From an optimization exercise on the open Yosys and OpenROAD flow, aimed at small area, a short achievable clock period and few clock cycles per item; shortcuts taken in it are not production practice.
The RTL was checked by simulation tests, not by an equivalence proof against the original design.
The flow treats the clock pin as an ideal source, which a real chip does not have.

// traj_eval
module traj_eval (
    input             clk,
    input             rst,
    input             in_valid,
    output            in_ready,
    input      [63:0] t,
    input      [63:0] s,
    input      [31:0] dur,
    input      [31:0] p0,
    input      [31:0] c1,
    input      [31:0] c2,
    input      [31:0] c3,
    output reg        out_valid,
    output     [31:0] p_cmd
);
Settings: LEC_CHECK=0, CAP_MARGIN=20, CORE_MARGIN=2, CORE_UTILIZATION=50, PLACE_DENSITY=0.55, SLEW_MARGIN=20, SYNTH_HIERARCHICAL=1; clock period 14.0 ns.
standard.sh (not shown) runs the stock make flow with config.mk's settings and CLKGATE_MAP_FILE= SYNTH_SCRIPT=/design/flow/synth_recipe.tcl, a recipe that flattens the netlist after the stock synthesis.
==> flow/flow/run.sh <==
#!/bin/bash
# The standard layout (standard.sh), run unchanged apart from settings
# passed through the environment:
#  - SETUP_SLACK_MARGIN: repair_timing treats every path with less than
#    this many ns of slack as one to improve, so the flow works towards a
#    shorter period than the 14 ns clock without changing the constraints;
#  - BUFFER_PORTS_ARGS: every input and output port still gets its own
#    buffer, a plain buf_1 instead of the delay cell buffer_ports picks;
#  - CTS_ARGS: ORFS's clock_tree_synthesis arguments, with larger sink
#    clusters and without dummy loads (fewer clock buffers).
# Each tool's output stays in ORFS's own log files under orfs/logs.
export SETUP_SLACK_MARGIN=10.15
export BUFFER_PORTS_ARGS="-buffer_cell sky130_fd_sc_hd__buf_1"
export CTS_ARGS="-sink_clustering_enable -repair_clock_nets -dont_use_dummy_load -sink_clustering_size 24"
bash standard.sh > standard.log 2>&1
The starting point went through all stages and came out clean.
Testbench counts at the start, summed over its fixed seeds: cycles 48,136, items 3,200.
Change:
==> flow/flow/run.sh (replaced) <==
#!/bin/bash
# The standard layout (standard.sh), run unchanged apart from two
# settings passed through the environment:
#  - SETUP_SLACK_MARGIN: repair_timing treats every path with less than
#    this many ns of slack as one to improve, so the flow works towards a
#    shorter period than the 14 ns clock without changing the constraints;
#  - BUFFER_PORTS_ARGS: every input and output port still gets its own
#    buffer, a plain buf_2 instead of the delay cell buffer_ports picks.
# Each tool's output stays in ORFS's own log files under orfs/logs.
export SETUP_SLACK_MARGIN=10.15
export BUFFER_PORTS_ARGS="-buffer_cell sky130_fd_sc_hd__buf_2"
bash standard.sh > standard.log 2>&1
--- a/flow/config.mk
+++ b/flow/config.mk
@@ -8,6 +8,6 @@
 export CAP_MARGIN = 20
 export CORE_MARGIN = 2
-export CORE_UTILIZATION = 50
-export PLACE_DENSITY = 0.55
+export CORE_UTILIZATION = 40
+export PLACE_DENSITY = 0.5
 export SLEW_MARGIN = 20
 export SYNTH_HIERARCHICAL = 1
Result: Critical path depth is unchanged. Flip-flop and latch count does not change. Synthesized area does not change. Setup slack gets worse by 15 ps. Utilization falls by 9.3 points.
Change:
--- a/flow/flow/run.sh
+++ b/flow/flow/run.sh
@@ -6,7 +6,7 @@
 #    shorter period than the 14 ns clock without changing the constraints;
 #  - BUFFER_PORTS_ARGS: every input and output port still gets its own
-#    buffer, a plain buf_2 instead of the delay cell buffer_ports picks.
+#    buffer, a plain buf_1 instead of the delay cell buffer_ports picks.
 # Each tool's output stays in ORFS's own log files under orfs/logs.
 export SETUP_SLACK_MARGIN=10.15
-export BUFFER_PORTS_ARGS="-buffer_cell sky130_fd_sc_hd__buf_2"
+export BUFFER_PORTS_ARGS="-buffer_cell sky130_fd_sc_hd__buf_1"
 bash standard.sh > standard.log 2>&1
--- a/flow/config.mk
+++ b/flow/config.mk
@@ -8,6 +8,6 @@
 export CAP_MARGIN = 20
 export CORE_MARGIN = 2
-export CORE_UTILIZATION = 40
-export PLACE_DENSITY = 0.5
+export CORE_UTILIZATION = 50
+export PLACE_DENSITY = 0.55
 export SLEW_MARGIN = 20
 export SYNTH_HIERARCHICAL = 1
The changed run passed the timing, design-rule and antenna checks.
Synthesized cell count is unchanged.
Setup slack is better by 15 ps.
Critical path depth does not change.
Clock-buffer cell count shrinks by 7.
Final cell count shrinks by a few percent.
Synthesized area is unchanged.
Die area shrinks by about a fifth.
Cell area shrinks slightly.
Routed wire length grows slightly.
Change:
--- a/flow/flow/run.sh
+++ b/flow/flow/run.sh
@@ -6,7 +6,7 @@
 #    shorter period than the 14 ns clock without changing the constraints;
 #  - BUFFER_PORTS_ARGS: every input and output port still gets its own
-#    buffer, a plain buf_1 instead of the delay cell buffer_ports picks.
+#    buffer, a plain buf_2 instead of the delay cell buffer_ports picks.
 # Each tool's output stays in ORFS's own log files under orfs/logs.
-export SETUP_SLACK_MARGIN=10.15
-export BUFFER_PORTS_ARGS="-buffer_cell sky130_fd_sc_hd__buf_1"
+export SETUP_SLACK_MARGIN=9.9
+export BUFFER_PORTS_ARGS="-buffer_cell sky130_fd_sc_hd__buf_2"
 bash standard.sh > standard.log 2>&1
--- a/flow/config.mk
+++ b/flow/config.mk
@@ -8,6 +8,6 @@
 export CAP_MARGIN = 20
 export CORE_MARGIN = 2
-export CORE_UTILIZATION = 50
-export PLACE_DENSITY = 0.55
+export CORE_UTILIZATION = 40
+export PLACE_DENSITY = 0.5
 export SLEW_MARGIN = 20
 export SYNTH_HIERARCHICAL = 1
Outcome: The new run finished with timing, DRC and antenna clean; count of clock-buffer cells in the layout goes up by 5; clock skew came out lower by 9.8 ps; register-to-register slack got worse by 230 ps; worst setup slack degrades by 120 ps.
Change:
==> flow/run.sh (new file) <==
#!/bin/bash
# synth_recipe.tcl (not shown) runs the flow's synth.tcl, then flattens the netlist and writes it again
# the make line also repeats each setting of config.mk as NAME=value (left out here)
make -C /OpenROAD-flow-scripts/flow DESIGN_CONFIG=/design/flow/config.mk WORK_HOME=/design/flow/orfs CLKGATE_MAP_FILE= SYNTH_SCRIPT=/design/flow/synth_recipe.tcl finish
--- a/flow/config.mk
+++ b/flow/config.mk
@@ -9,5 +9,4 @@
 export CORE_MARGIN = 2
 export CORE_UTILIZATION = 40
-export PLACE_DENSITY = 0.5
 export SLEW_MARGIN = 20
 export SYNTH_HIERARCHICAL = 1
removed: flow/flow/run.sh
removed: flow/standard.sh
Result: Cell count shrinks by 0.37%. Routed wire length shrinks by 3.7%. Synthesized area stays the same. Via count grows by 0.51%. Die area does not change. Sequential share of layout area shrinks by 0.91 points. Maximum frequency shrinks by about 12%. Global-route usage shrinks by 0.73 points. Clock skew shrinks by 20 ps.

Another version of the RTL of traj_eval (not shown whole).
Size in the first run: roughly 3400 cells after synthesis, roughly 510 flip-flops, ~330 I/O pins.
clock: 14.0 ns
lec_check: 0
cap_margin: 20
core_margin: 2
core_utilization: 60
slew_margin: 20
synth_hierarchical: 1
run.sh (not shown) runs the stock make flow with config.mk's settings and CLKGATE_MAP_FILE= SYNTH_SCRIPT=/design/flow/synth_recipe.tcl, a recipe that flattens the netlist after the stock synthesis.
Stock flow here: none of the scripts above is used.
Testbench counts at the start, summed over its fixed seeds: cycles 54,544, items 3,200.
==> next run, changes <==
- CORE_UTILIZATION: 60 -> 40
After rerunning: The new run passed the timing, design-rule and antenna checks. Flip-flop and latch count stays the same. Area after synthesis does not change. Sequential share of layout area falls by 0.28 points. Worst hold slack improves by 0.012 ns. Final area rises by 0.99%. Via count falls by 3.2%. Synthesized cell count does not change. Routed wire length falls by 1.3%. Maximum frequency rises by 4.3%.

afterwards: timing with drivers on the ports:
How much do the figures lean on ideal ports? The routed layouts below were timed once more, with nothing changed but the port constraints.
Step 1 sets driving cells, clkbuf_16 on the clock port and buf_2 on the other inputs (assumed; they add their load-dependent delay and slew).
Step 2, shift: input delay + t, output delay - t, t = (earliest + latest rising clock arrival at the registers) / 2. This alone moves slack from input paths to output paths.
Slacks: no drivers / after step 1 / after step 2; pairs: no drivers / after step 1.
run	t, ns	setup slack, ns	worst hold slack (ns)	pins driven straight from the clock port
the first run of note 1	0.641	10.098 / 10.031 / 9.916	0.324 / 0.324 / 0.324	1
the second run of note 1	0.705	10.082 / 10.017 / 9.927	0.325 / 0.325 / 0.325	1
the third run of note 1	0.677	10.098 / 10.031 / 9.905	0.325 / 0.325 / 0.325	1
the fourth run of note 1	0.710	9.974 / 9.961 / 9.885	0.326 / 0.326 / 0.326	1
the fifth run of note 1	0.677	9.439 / 9.374 / 9.492	0.326 / 0.326 / 0.326	1
the first run of note 2	0.689	8.810 / 8.810 / 8.810	0.326 / 0.326 / 0.326	1
the second run of note 2	0.699	9.025 / 9.025 / 8.898	0.338 / 0.338 / 0.338	1
After both steps setup and hold are still met in every run listed. The setup slack of the third run of note 1, which loses most, moves by -0.067 ns with the drivers and by -0.193 ns with both steps.
